What follows belongs to an exercise in optimizing a design on an open flow for small area, a short achievable clock period and few clock cycles per item; a production flow would make more cautious choices. The RTL was checked by simulation tests, not by an equivalence proof against the original design. Power and IR drop assume default switching activity.

==> run a <==
Design dge_sha512, start of the top module:
module dge_sha512 (
    input  wire         clk,
    input  wire         rst,             
    input  wire         start,
    input  wire [7:0]   alg,             
    input  wire         resume,
    input  wire [511:0] resume_h,        
    input  wire [63:0]  resume_count,    
    input  wire         abort,
    input  wire         in_valid,
    output reg          in_ready,
    input  wire [63:0]  in_data,
    input  wire         in_last,
    input  wire [3:0]   in_nbytes,
    output reg          busy,
    output reg          done,
    output reg          err,
    output wire [511:0] digest
);
clock: 13.0 ns
lec_check: 0
abc_area: 1
cap_margin: 20
core_margin: 2
core_utilization: 45
place_density: 0.7
slew_margin: 20
synth_memory_max_bits: 8192
standard.sh (not shown) runs the stock make flow with config.mk's settings and CLKGATE_MAP_FILE= SYNTH_SCRIPT=/design/flow/synth_recipe.tcl, a recipe that flattens the netlist after the stock synthesis.
==> flow/flow/run.sh <==
#!/bin/bash
# Standard synthesis, then the standard layout with: repair_timing aiming at
# a setup margin below the clock period (the SDC is unchanged), and a plain
# buffer (flow/port_buffer.txt) on every port.
set -euo pipefail
MARGIN=$(cat flow/margin.txt)
PORTBUF=$(cat flow/port_buffer.txt)
bash standard.sh synth > synth.log 2>&1
bash standard.sh SETUP_SLACK_MARGIN=$MARGIN "BUFFER_PORTS_ARGS=-buffer_cell $PORTBUF" finish > layout.log 2>&1
==> flow/flow/margin.txt <==
7.5
==> flow/flow/port_buffer.txt <==
sky130_fd_sc_hd__buf_2
==> run b: changes against run a <==
--- a/flow/design.v
+++ b/flow/design.v
@@ -41,11 +41,10 @@
     reg [3:0]  ib_n;
     reg        ib_v;
     reg        got_last;     
     reg [63:0] a, b, c, d, e, f, g, h;
     reg [63:0] hkw;          
-    reg [63:0] s1r, chr;     
     reg [63:0] w [0:15];     
     reg [63:0] ha [0:3];     
     reg [63:0] he [0:3];     
     integer i;
     reg [63:0] k;
@@ -115,39 +114,13 @@
                         pp[j] = pp[j] & pp[src];
                     end
             add64 = (x ^ y) ^ {gg[62:0], 1'b0};
         end
     endfunction
-    function [63:0] add64bk;
-        input [63:0] x, y;
-        reg [63:0] gg, pp;
-        integer l, j, st;
-        begin
-            gg = x & y;
-            pp = x ^ y;
-            for (l = 0; l < 6; l = l + 1) begin
-                st = 1 << l;
-                for (j = 0; j < 64; j = j + 1)
-                    if (((j + 1) % (2*st)) == 0) begin
-                        gg[j] = gg[j] | (pp[j] & gg[j-st]);
-                        pp[j] = pp[j] & pp[j-st];
-                    end
-            end
-            for (l = 4; l >= 0; l = l - 1) begin
-                st = 1 << l;
-                for (j = 0; j < 64; j = j + 1)
-                    if (j >= 3*st-1 && ((j + 1 - st) % (2*st)) == 0) begin
-                        gg[j] = gg[j] | (pp[j] & gg[j-st]);
-                        pp[j] = pp[j] & pp[j-st];
-                    end
-            end
-            add64bk = (x ^ y) ^ {gg[62:0], 1'b0};
-        end
-    endfunction
     wire [63:0] big_s0 = {a[27:0], a[63:28]} ^ {a[33:0], a[63:34]} ^ {a[38:0], a[63:39]};
-    wire [63:0] big_s1 = s1r;
-    wire [63:0] ch     = chr;
+    wire [63:0] big_s1 = {e[13:0], e[63:14]} ^ {e[17:0], e[63:18]} ^ {e[40:0], e[63:41]};
+    wire [63:0] ch     = (e & f) ^ (~e & g);
     wire [63:0] maj    = (a & b) ^ (a & c) ^ (b & c);
     wire [127:0] t1_cs = csa(hkw, big_s1, ch);
     wire [127:0] e_cs  = csa(t1_cs[63:0], t1_cs[127:64], d);
     wire [127:0] a_cs1 = csa(big_s0, maj, t1_cs[63:0]);
     wire [127:0] a_cs2 = csa(a_cs1[63:0], a_cs1[127:64], t1_cs[127:64]);
@@ -157,11 +130,11 @@
     wire [63:0] w14 = w[14];
     wire [63:0] sm_s0 = {w14[0], w14[63:1]} ^ {w14[7:0], w14[63:8]} ^ {7'd0, w14[63:7]};
     wire [63:0] sm_s1 = {w1[18:0], w1[63:19]} ^ {w1[60:0], w1[63:61]} ^ {6'd0, w1[63:6]};
     wire [127:0] s_cs1 = csa(sm_s1, w[6], sm_s0);
     wire [127:0] s_cs2 = csa(s_cs1[63:0], s_cs1[127:64], w[15]);
-    wire [63:0]  sched = add64bk(s_cs2[63:0], s_cs2[127:64]);
+    wire [63:0]  sched = add64(s_cs2[63:0], s_cs2[127:64]);
     function [63:0] bswap64;
         input [63:0] x;
         integer j;
         begin
             for (j = 0; j < 8; j = j + 1)
@@ -201,12 +174,12 @@
     end
     wire [63:0] feed_word = (fmode == F_DATA) ?
                             (ib_last ? bswap64(last_beat) : bswap64(ib_d)) : pad_word;
     wire rot = (state == S_POST) || (state == S_RND && kidx >= 7'd78);
     wire clr67 = is384 && (state == S_POST) && (fmode == F_END);
-    wire [63:0] sum_a = add64bk(ha[3], first ? 64'd0 : a);
-    wire [63:0] sum_e = add64bk(he[3], first ? 64'd0 : e);
+    wire [63:0] sum_a = add64(ha[3], first ? 64'd0 : a);
+    wire [63:0] sum_e = add64(he[3], first ? 64'd0 : e);
     wire [127:0] hkw_cs = csa(g, k, w[0]);
     wire [511:0] h_cat = {ha[0], ha[1], ha[2], ha[3], he[0], he[1], he[2], he[3]};
     genvar gi;
     generate
         for (gi = 0; gi < 64; gi = gi + 1) begin : g_dig
@@ -362,47 +335,26 @@
             ib_d    <= in_data;
             ib_last <= in_last;
             ib_n    <= in_nbytes;
         end
     end
-    reg [63:0] e_d, f_d, g_d;
-    always @(*) begin
-        e_d = e;
-        f_d = f;
-        g_d = g;
+    always @(posedge clk) begin
         if (idle) begin
-            g_d = h_init[63:0];      
+            g <= h_init[63:0];       
         end else if (go) begin
-            if (state == S_POST) begin
-                e_d = sum_e;
-                f_d = he[0];
-                g_d = he[1];
-            end else if (state == S_RND) begin
-                e_d = e_new;
-                f_d = e;
-                g_d = (kidx == 7'd80) ? he[1] : f;
-            end
-        end
-    end
-    always @(posedge clk) begin
-        e   <= e_d;
-        f   <= f_d;
-        g   <= g_d;
-        s1r <= {e_d[13:0], e_d[63:14]} ^ {e_d[17:0], e_d[63:18]} ^ {e_d[40:0], e_d[63:41]};
-        chr <= (e_d & f_d) ^ (~e_d & g_d);
-    end
-    always @(posedge clk) begin
-        if (!idle && go) begin
             w[0] <= feed_want ? feed_word : sched;
             for (i = 1; i < 16; i = i + 1)
                 w[i] <= w[i-1];
-            hkw <= add64bk(hkw_cs[63:0], hkw_cs[127:64]);
+            hkw <= add64(hkw_cs[63:0], hkw_cs[127:64]);
             if (state == S_POST) begin
                 {a, b, c, d} <= {sum_a, ha[0], ha[1], ha[2]};
-                h <= he[2];
+                {e, f, g, h} <= {sum_e, he[0], he[1], he[2]};
             end else if (state == S_RND) begin
                 h <= g;
+                g <= (kidx == 7'd80) ? he[1] : f;
+                f <= e;
+                e <= e_new;
                 d <= c;
                 c <= b;
                 b <= a;
                 a <= a_new;
             end
==> flow/flow/margin.txt (replaced) <==
8.5
Settings changed: ABC_AREA 1 to unset.
==> run c: changes against run a <==
--- a/flow/design.v
+++ b/flow/design.v
@@ -41,11 +41,10 @@
     reg [3:0]  ib_n;
     reg        ib_v;
     reg        got_last;     
     reg [63:0] a, b, c, d, e, f, g, h;
     reg [63:0] hkw;          
-    reg [63:0] s1r, chr;     
     reg [63:0] w [0:15];     
     reg [63:0] ha [0:3];     
     reg [63:0] he [0:3];     
     integer i;
     reg [63:0] k;
@@ -91,77 +90,24 @@
             7'd74: k = 64'h3c9ebe0a15c9bebc; 7'd75: k = 64'h431d67c49c100d4c;
             7'd76: k = 64'h4cc5d4becb3e42b6; 7'd77: k = 64'h597f299cfc657e2a;
             7'd78: k = 64'h5fcb6fab3ad6faec; default: k = 64'h6c44198c4a475817;
         endcase
     end
-    function [127:0] csa;
-        input [63:0] x, y, z;
-        begin
-            csa[63:0]   = x ^ y ^ z;
-            csa[127:64] = {(x[62:0] & y[62:0]) | (x[62:0] & z[62:0]) | (y[62:0] & z[62:0]), 1'b0};
-        end
-    endfunction
-    function [63:0] add64;
-        input [63:0] x, y;
-        reg [63:0] gg, pp;
-        integer l, j, src;
-        begin
-            gg = x & y;
-            pp = x ^ y;
-            for (l = 0; l < 6; l = l + 1)
-                for (j = 0; j < 64; j = j + 1)
-                    if ((j >> l) & 1) begin
-                        src = ((j >> l) << l) - 1;
-                        gg[j] = gg[j] | (pp[j] & gg[src]);
-                        pp[j] = pp[j] & pp[src];
-                    end
-            add64 = (x ^ y) ^ {gg[62:0], 1'b0};
-        end
-    endfunction
-    function [63:0] add64bk;
-        input [63:0] x, y;
-        reg [63:0] gg, pp;
-        integer l, j, st;
-        begin
-            gg = x & y;
-            pp = x ^ y;
-            for (l = 0; l < 6; l = l + 1) begin
-                st = 1 << l;
-                for (j = 0; j < 64; j = j + 1)
-                    if (((j + 1) % (2*st)) == 0) begin
-                        gg[j] = gg[j] | (pp[j] & gg[j-st]);
-                        pp[j] = pp[j] & pp[j-st];
-                    end
-            end
-            for (l = 4; l >= 0; l = l - 1) begin
-                st = 1 << l;
-                for (j = 0; j < 64; j = j + 1)
-                    if (j >= 3*st-1 && ((j + 1 - st) % (2*st)) == 0) begin
-                        gg[j] = gg[j] | (pp[j] & gg[j-st]);
-                        pp[j] = pp[j] & pp[j-st];
-                    end
-            end
-            add64bk = (x ^ y) ^ {gg[62:0], 1'b0};
-        end
-    endfunction
     wire [63:0] big_s0 = {a[27:0], a[63:28]} ^ {a[33:0], a[63:34]} ^ {a[38:0], a[63:39]};
-    wire [63:0] big_s1 = s1r;
-    wire [63:0] ch     = chr;
+    wire [63:0] big_s1 = {e[13:0], e[63:14]} ^ {e[17:0], e[63:18]} ^ {e[40:0], e[63:41]};
+    wire [63:0] ch     = (e & f) ^ (~e & g);
     wire [63:0] maj    = (a & b) ^ (a & c) ^ (b & c);
-    wire [127:0] t1_cs = csa(hkw, big_s1, ch);
-    wire [127:0] e_cs  = csa(t1_cs[63:0], t1_cs[127:64], d);
-    wire [127:0] a_cs1 = csa(big_s0, maj, t1_cs[63:0]);
-    wire [127:0] a_cs2 = csa(a_cs1[63:0], a_cs1[127:64], t1_cs[127:64]);
-    wire [63:0]  e_new = add64(e_cs[63:0], e_cs[127:64]);
-    wire [63:0]  a_new = add64(a_cs2[63:0], a_cs2[127:64]);
+    wire [63:0] p_s = hkw ^ big_s1 ^ ch;
+    wire [63:0] p_c = (hkw & big_s1) | (hkw & ch) | (big_s1 & ch);
+    wire [63:0] p_cc = {p_c[62:0], 1'b0};
+    wire [63:0] e_new = d + p_s + p_cc;
+    wire [63:0] a_new = p_s + p_cc + big_s0 + maj;
     wire [63:0] w1  = w[1];
     wire [63:0] w14 = w[14];
     wire [63:0] sm_s0 = {w14[0], w14[63:1]} ^ {w14[7:0], w14[63:8]} ^ {7'd0, w14[63:7]};
     wire [63:0] sm_s1 = {w1[18:0], w1[63:19]} ^ {w1[60:0], w1[63:61]} ^ {6'd0, w1[63:6]};
-    wire [127:0] s_cs1 = csa(sm_s1, w[6], sm_s0);
-    wire [127:0] s_cs2 = csa(s_cs1[63:0], s_cs1[127:64], w[15]);
-    wire [63:0]  sched = add64bk(s_cs2[63:0], s_cs2[127:64]);
+    wire [63:0] sched = sm_s1 + w[6] + sm_s0 + w[15];
     function [63:0] bswap64;
         input [63:0] x;
         integer j;
         begin
             for (j = 0; j < 8; j = j + 1)
@@ -201,13 +147,12 @@
     end
     wire [63:0] feed_word = (fmode == F_DATA) ?
                             (ib_last ? bswap64(last_beat) : bswap64(ib_d)) : pad_word;
     wire rot = (state == S_POST) || (state == S_RND && kidx >= 7'd78);
     wire clr67 = is384 && (state == S_POST) && (fmode == F_END);
-    wire [63:0] sum_a = add64bk(ha[3], first ? 64'd0 : a);
-    wire [63:0] sum_e = add64bk(he[3], first ? 64'd0 : e);
-    wire [127:0] hkw_cs = csa(g, k, w[0]);
+    wire [63:0] sum_a = ha[3] + (first ? 64'd0 : a);
+    wire [63:0] sum_e = he[3] + (first ? 64'd0 : e);
     wire [511:0] h_cat = {ha[0], ha[1], ha[2], ha[3], he[0], he[1], he[2], he[3]};
     genvar gi;
     generate
         for (gi = 0; gi < 64; gi = gi + 1) begin : g_dig
             assign digest[8*gi +: 8] = h_cat[511-8*gi -: 8];
@@ -228,70 +173,70 @@
     wire idle = (state == S_IDLE);
     reg [1:0] state_n;
     reg [6:0] kidx_n;
     reg [1:0] fmode_n;
     reg       ib_v_n, got_last_n, done_n, err_n;
-    wire      bad_last = cons && ib_last && !last_ok;
     always @(*) begin
         state_n    = state;
+        kidx_n     = kidx;
+        fmode_n    = fmode;
         done_n     = done;
         err_n      = err;
+        ib_v_n     = ib_v;
+        got_last_n = got_last;
         if (rst || abort) begin
             state_n = S_IDLE;
             done_n  = 1'b0;
             err_n   = 1'b0;
         end else if (idle) begin
+            fmode_n    = F_DATA;
+            ib_v_n     = 1'b0;
+            got_last_n = 1'b0;
             if (start) begin
                 done_n = 1'b0;
                 err_n  = 1'b0;
                 if (!alg_ok || (resume && resume_count[6:0] != 7'd0)) begin
                     done_n = 1'b1;
                     err_n  = 1'b1;
                 end else begin
                     state_n = S_PRE;
                 end
             end
-        end else if (bad_last) begin
+        end else if (cons && ib_last && !last_ok) begin
             state_n = S_IDLE;
             done_n  = 1'b1;
             err_n   = 1'b1;
-        end else if (go) begin
-            case (state)
-            S_PRE:  state_n = S_POST;
-            S_POST: begin
-                if (fmode == F_END) begin
-                    state_n = S_IDLE;
-                    done_n  = 1'b1;
-                end else begin
-                    state_n = S_RND;
-                end
-            end
-            default: if (kidx == 7'd80) state_n = S_POST;
-            endcase
-        end
-    end
-    always @(*) begin
-        kidx_n     = kidx;
-        fmode_n    = fmode;
-        ib_v_n     = ib_v;
-        got_last_n = got_last;
-        if (idle) begin
-            fmode_n    = F_DATA;
-            ib_v_n     = 1'b0;
-            got_last_n = 1'b0;
         end else begin
             if (take) begin
                 ib_v_n     = 1'b1;
                 got_last_n = in_last;
             end else if (cons) begin
                 ib_v_n     = 1'b0;
             end
             if (go) begin
                 case (state)
-                S_PRE:   kidx_n = 7'd0;
-                S_POST:  kidx_n = 7'd1;
-                default: kidx_n = (kidx == 7'd80) ? 7'd0 : kidx + 7'd1;
+                S_PRE: begin
+                    state_n = S_POST;
+                    kidx_n  = 7'd0;
+                end
+                S_POST: begin
+                    kidx_n = 7'd1;
+                    if (fmode == F_END) begin
+                        state_n = S_IDLE;
+                        done_n  = 1'b1;
+                    end else begin
+                        state_n = S_RND;
+                    end
+                end
+                default: begin
+                    if (kidx == 7'd80) begin
+                        state_n = S_POST;
+                        kidx_n  = 7'd0;
+                    end else begin
+                        kidx_n  = kidx + 7'd1;
+                    end
+                end
                 endcase
                 if (feed_want) begin
                     if (fmode == F_DATA) begin
                         if (ib_last)
                             fmode_n = F_PAD;
@@ -362,47 +307,26 @@
             ib_d    <= in_data;
             ib_last <= in_last;
             ib_n    <= in_nbytes;
         end
     end
-    reg [63:0] e_d, f_d, g_d;
-    always @(*) begin
-        e_d = e;
-        f_d = f;
-        g_d = g;
+    always @(posedge clk) begin
         if (idle) begin
-            g_d = h_init[63:0];      
+            g <= h_init[63:0];       
         end else if (go) begin
-            if (state == S_POST) begin
-                e_d = sum_e;
-                f_d = he[0];
-                g_d = he[1];
-            end else if (state == S_RND) begin
-                e_d = e_new;
-                f_d = e;
-                g_d = (kidx == 7'd80) ? he[1] : f;
-            end
-        end
-    end
-    always @(posedge clk) begin
-        e   <= e_d;
-        f   <= f_d;
-        g   <= g_d;
-        s1r <= {e_d[13:0], e_d[63:14]} ^ {e_d[17:0], e_d[63:18]} ^ {e_d[40:0], e_d[63:41]};
-        chr <= (e_d & f_d) ^ (~e_d & g_d);
-    end
-    always @(posedge clk) begin
-        if (!idle && go) begin
             w[0] <= feed_want ? feed_word : sched;
             for (i = 1; i < 16; i = i + 1)
                 w[i] <= w[i-1];
-            hkw <= add64bk(hkw_cs[63:0], hkw_cs[127:64]);
+            hkw <= g + k + w[0];
             if (state == S_POST) begin
                 {a, b, c, d} <= {sum_a, ha[0], ha[1], ha[2]};
-                h <= he[2];
+                {e, f, g, h} <= {sum_e, he[0], he[1], he[2]};
             end else if (state == S_RND) begin
                 h <= g;
+                g <= (kidx == 7'd80) ? he[1] : f;
+                f <= e;
+                e <= e_new;
                 d <= c;
                 c <= b;
                 b <= a;
                 a <= a_new;
             end
==> flow/flow/run.sh (replaced) <==
#!/bin/bash
# Standard synthesis, then the standard layout with repair_timing aiming
# at a setup margin below the clock period (the SDC is unchanged).
set -euo pipefail
MARGIN=$(cat flow/margin.txt)
bash standard.sh synth > synth.log 2>&1
bash standard.sh SETUP_SLACK_MARGIN=$MARGIN finish > layout.log 2>&1
==> flow/flow/margin.txt (replaced) <==
8
Settings changed: ABC_AREA 1 to unset, CORE_UTILIZATION 45 to 30, PLACE_DENSITY 0.7 to unset.
removed: flow/flow/port_buffer.txt
==> comparison <==
Against run a, the area after synthesis of run c is larger by 0.63%. Count of clock-buffer cells in the layout: run b < run c < run a. In flip-flop and latch count, run b and run c do not differ. Die area: run a is higher than run b (about 5%). The lowest sequential power belongs to run c, the highest to run a. Run b finished with timing, DRC and antenna clean. Run a produced a clean layout. Run c passed the timing, DRC and antenna checks.
==> figures <==
	run a	run c	run b
Xor/xnor cell area share of the yosys netlist	0.0422	0.0626	0.0631
Total clock network power	7.86 mW	8.01 mW	7.02 mW
Synth Area in Adders	0.130	0.112	0.120
H-tree levels	5	5	4
Routed wire length on met2	264 mm	309 mm	262 mm
EDFF count, synth	1,988	2,180	2,180
Synthesized netlist cell count	12,200	10,800	9,614
Status	complete, no violations	complete, no violations	complete, no violations
Die area	287,000 sq um	432,000 sq um	274,000 sq um
Cell with the most instances after synthesis	nand2_1	edfxtp_1	edfxtp_1
Iter 0 DRT Violations	18,100	12,200	12,500
Testbench counts of run a, summed over its fixed seeds: cycles 55,550, bytes 57,574.
Testbench counts of run b, summed over its fixed seeds: cycles 55,550, bytes 57,574.
Testbench counts of run c, summed over its fixed seeds: cycles 55,550, bytes 57,574.

## what the ideal ports hide
In the flow no input, the clock included, has a driving cell. The finished layouts below were timed again as built, in two steps.
Step 1 (the two cells are an assumption about what drives the block):
set clk [get_ports {clk}]
set_driving_cell -lib_cell sky130_fd_sc_hd__clkbuf_16 $clk
set_driving_cell -lib_cell sky130_fd_sc_hd__buf_2 [delete_from_list [all_inputs] $clk]
Step 2, shift: input delay + t, output delay - t, t = (earliest + latest rising clock arrival at the registers) / 2. This alone moves slack from input paths to output paths.
a / b / c = no drivers / after step 1 / after step 2; a / b = the first two.
run | shift t [ns] | setup WS [ns] | slew at the worst register clock pin (ns) | worst data-port slew with drivers (ns)
run a | 1.022 | 7.354 / 7.354 / 6.702 | 0.07 / 0.07 | 0.46
run b | 1.065 | 7.256 / 7.256 / 7.256 | 0.08 / 0.08 | 0.50
run c | 1.073 | 7.297 / 7.297 / 6.741 | 0.07 / 0.07 | 0.53
After both steps setup and hold are still met in every run listed. The setup slack of run a, which loses most, moves by 0.000 ns with the drivers and by -0.652 ns with both steps.
